This is an optimization exercise on Yosys and OpenROAD, whose aim is small area, not a production implementation. Function was checked by simulation only, so behaviour that the tests miss may differ from the original. Power is estimated from default activity; no workload was simulated.

==> run a <==
## agdel_dat_rx
module agdel_dat_rx (
    input  wire         clk,
    input  wire         rst,           
    input  wire [575:0] rx_data,       
    input  wire [71:0]  rx_check,      
    input  wire [1:0]   rx_frm0,       
    input  wire [1:0]   rx_frm1,       
    input  wire [8:0]   cnt_clr,       
    input  wire [3:0]   cnt_sel,       
    output reg          out_valid,     
    output reg          out_discard,   
    output reg          out_poison,    
    output reg          out_plane,     
    output reg          out_ce_frame,  
    output reg  [575:0] out_data,      
    output reg  [8:0]   out_ce,        
    output reg  [8:0]   out_uc,        
    output reg  [62:0]  out_ce_where,  
    output wire [15:0]  cnt_rd         
);
clock: 7.0 ns
lec_check: 0
cap_margin: 0
core_margin: 2
core_utilization: 30
slew_margin: 0
synth_hierarchical: 1
standard.sh (not shown) runs the stock make flow with config.mk's settings and CLKGATE_MAP_FILE= SYNTH_SCRIPT=/design/flow/synth_recipe.tcl, a recipe that flattens the netlist after the stock synthesis.
==> flow/flow/run.sh <==
#!/bin/bash
# Standard layout, except: the port buffers are the smallest buffer cell (buf_1) instead of
# the one buffer_ports picks by default, and clock tree synthesis uses small clock buffers
# without dummy loads. ORFS keeps each step's log under orfs/logs/; make's output goes to
# flow_make.log.
set -euo pipefail
export BUFFER_PORTS_ARGS="-buffer_cell sky130_fd_sc_hd__buf_1"
export CTS_ARGS="-sink_clustering_enable -repair_clock_nets -dont_use_dummy_load -buf_list {sky130_fd_sc_hd__clkbuf_4 sky130_fd_sc_hd__clkbuf_8}"
bash standard.sh > flow_make.log 2>&1
==> inputs of run b, as changes to run a <==
==> flow/run.sh (new file) <==
#!/bin/bash
# synth_recipe.tcl (not shown) runs the flow's synth.tcl, then flattens the netlist and writes it again
# the make line also repeats each setting of config.mk as NAME=value (left out here)
make -C /OpenROAD-flow-scripts/flow DESIGN_CONFIG=/design/flow/config.mk WORK_HOME=/design/flow/orfs CLKGATE_MAP_FILE= SYNTH_SCRIPT=/design/flow/synth_recipe.tcl finish
- CAP_MARGIN: 0 -> 20
- SLEW_MARGIN: 0 -> 20
removed: flow/flow/run.sh
removed: flow/standard.sh
==> comparison <==
Wire length: run b is larger than run a (about 4%).
In run a the first-iteration DRC count is higher than in run b, by 7.0%.
Total power: run b is higher than run a (about 11%).
In run a the setup slack is better than in run b, by 0.16 ns.
In run a the maximum frequency is larger than in run b, by about 2.6%.
In run b the core utilization is higher than in run a, by 7.0 points.
In die area, run a and run b do not differ.
Clock skew: run a is higher than run b (0.058 ns).
In via count, run b and run a hardly differ.
==> figures <==
| item | run b | run a |
|---|---|---|
| Worst path arrival time | 7.07 ns | 7.03 ns |
| Final Total Pwr | 32600 uW | 29200 uW |
| TritonCTS buffer count | 96 | 152 |
| Run status | no timing/DRC/antenna violations | no timing/DRC/antenna violations |
| Leakage power figure | 0.0279 uW | 0.0231 uW |
| Met3 Wirelength | 17.8 mm | 18.2 mm |
| Fraction of power spent switching nets | 51.2% | 55.4% |
| Highest net fanout along the worst path | 4 | 5 |
| Met2 wire length | 121 mm | 115 mm |
| Antenna diode instance count | 41 | 49 |
| Fillers | 15.0k | 16.1k |
| Last element of the critical path | count[6].value[10] | count[7].value[10] |
| Crit Reg-Reg Endpoint | count[5].value[10] | count[4].value[10] |
| Internal power | 15900 uW | 13000 uW |
| Pin count of the biggest net entering global routing | 20 | 17 |
| Number of clock buffer instances in the layout | 125 | 152 |
| Psw | 16700 uW | 16200 uW |
| Relative slew slack | 25.9% | 20.6% |
| M1 wire length | 94.3 mm | 89.9 mm |
| Share of power burned in the clock network | 16.1% | 13.1% |

========
==> job 7057: inputs <==
Another version of the RTL of agdel_dat_rx (not shown whole).
clock: 7.0 ns
lec_check: 0
cap_margin: 0
core_margin: 2
core_utilization: 45
slew_margin: 0
synth_hierarchical: 1
==> flow/flow/run.sh <==
#!/bin/bash
# Standard layout, except: the port buffers are the smallest buffer cell (buf_1) instead of
# the one buffer_ports picks by default; pins may sit one routing track apart, so the die can
# be smaller; and clock tree synthesis uses small clock buffers without dummy loads.
# ORFS keeps each step's log under orfs/logs/; make's output goes to flow_make.log.
set -euo pipefail
export BUFFER_PORTS_ARGS="-buffer_cell sky130_fd_sc_hd__buf_1"
export PLACE_PINS_ARGS="-min_distance 1 -min_distance_in_tracks"
export CTS_ARGS="-sink_clustering_enable -repair_clock_nets -dont_use_dummy_load -sink_clustering_size 20 -buf_list {sky130_fd_sc_hd__clkbuf_2 sky130_fd_sc_hd__clkbuf_4}"
bash standard.sh > flow_make.log 2>&1
==> job 3177 (differences from job 7057) <==
==> flow/flow/run.sh (replaced) <==
#!/bin/bash
# Standard layout, except: the port buffers are the smallest buffer cell (buf_1) instead of
# the one buffer_ports picks by default, and clock tree synthesis uses small clock buffers
# (clkbuf_2, clkbuf_4) without dummy loads. ORFS keeps each step's log under orfs/logs/;
# make's output goes to flow_make.log.
set -euo pipefail
export BUFFER_PORTS_ARGS="-buffer_cell sky130_fd_sc_hd__buf_1"
export CTS_ARGS="-sink_clustering_enable -repair_clock_nets -dont_use_dummy_load -sink_clustering_size 20 -buf_list {sky130_fd_sc_hd__clkbuf_2 sky130_fd_sc_hd__clkbuf_4}"
bash standard.sh > flow_make.log 2>&1
- CORE_UTILIZATION: 45 -> 30
- GPL_TIMING_DRIVEN: unset -> 0
- SETUP_SLACK_MARGIN: unset -> 0.1
==> job 3187 (differences from job 7057) <==
==> flow/flow/run.sh (replaced) <==
#!/bin/bash
# Standard layout, except: the port buffers are the smallest buffer cell (buf_1) instead of
# the one buffer_ports picks by default, and clock tree synthesis uses small clock buffers
# (clkbuf_2, clkbuf_4) without dummy loads. ORFS keeps each step's log under orfs/logs/;
# make's output goes to flow_make.log.
set -euo pipefail
export BUFFER_PORTS_ARGS="-buffer_cell sky130_fd_sc_hd__buf_1"
export CTS_ARGS="-sink_clustering_enable -repair_clock_nets -dont_use_dummy_load -sink_clustering_size 20 -buf_list {sky130_fd_sc_hd__clkbuf_2 sky130_fd_sc_hd__clkbuf_4}"
bash standard.sh > flow_make.log 2>&1
- CORE_UTILIZATION: 45 -> 30
- GPL_TIMING_DRIVEN: unset -> 0
- SETUP_SLACK_MARGIN: unset -> 0.3
==> summary.txt <==
Between job 3177 and job 3187, the lower first-iteration DRC count is in job 3187 (gap about 0.6%, measured against job 3187). Job 3177 went through all stages and came out clean. Job 3187 went through all stages and came out clean. Job 7057 aborted during global routing (GRT-0116). Sequential power is about the same in job 3177 and job 3187. Die area is the same in job 3177 and job 3187. Against job 3187, the via count of job 3177 is higher by 1.1%. Register-to-register slack: job 3187 is better than job 3177 (0.08 ns). Sequential cell count is the same in job 3177 and job 3187.

what the ideal ports hide:
No port has a modelled driver above. Below, the same layouts with a new extraction and two added sets of constraints.
Step 1: set_driving_cell puts a clkbuf_16 on clk and a buf_2 on each other input, an assumption about the parent block.
Step 2, shift: input delay + t, output delay - t, t = (earliest + latest rising clock arrival at the registers) / 2. This alone moves slack from input paths to output paths.
a / b / c = ideal ports / drivers / drivers and shift; a / b = the first two.
| run | t (ns) | setup slack, ns | worst setup path at the end | latest minus earliest clock arrival (ns) | pins driven straight from the clock port |
|---|---|---|---|---|---|
| run a | 0.948 | 0.723 / 0.776 / -0.172 | input to register | 0.122 / 0.122 | 1 |
| run b | 0.793 | 0.562 / 0.622 / -0.172 | input to register | 0.039 / 0.039 | 1 |
| job 3177 | 1.270 | 0.364 / 0.215 / -1.055 | input to register | 0.228 / 0.228 | 1 |
| job 3187 | 1.216 | 0.415 / 0.300 / -0.917 | input to register | 0.201 / 0.201 | 1 |
With both steps, setup timing fails in every run listed, where it was met with ideal ports. The setup slack of job 3177, which loses most, moves by -0.149 ns with the drivers and by -1.419 ns with both steps.
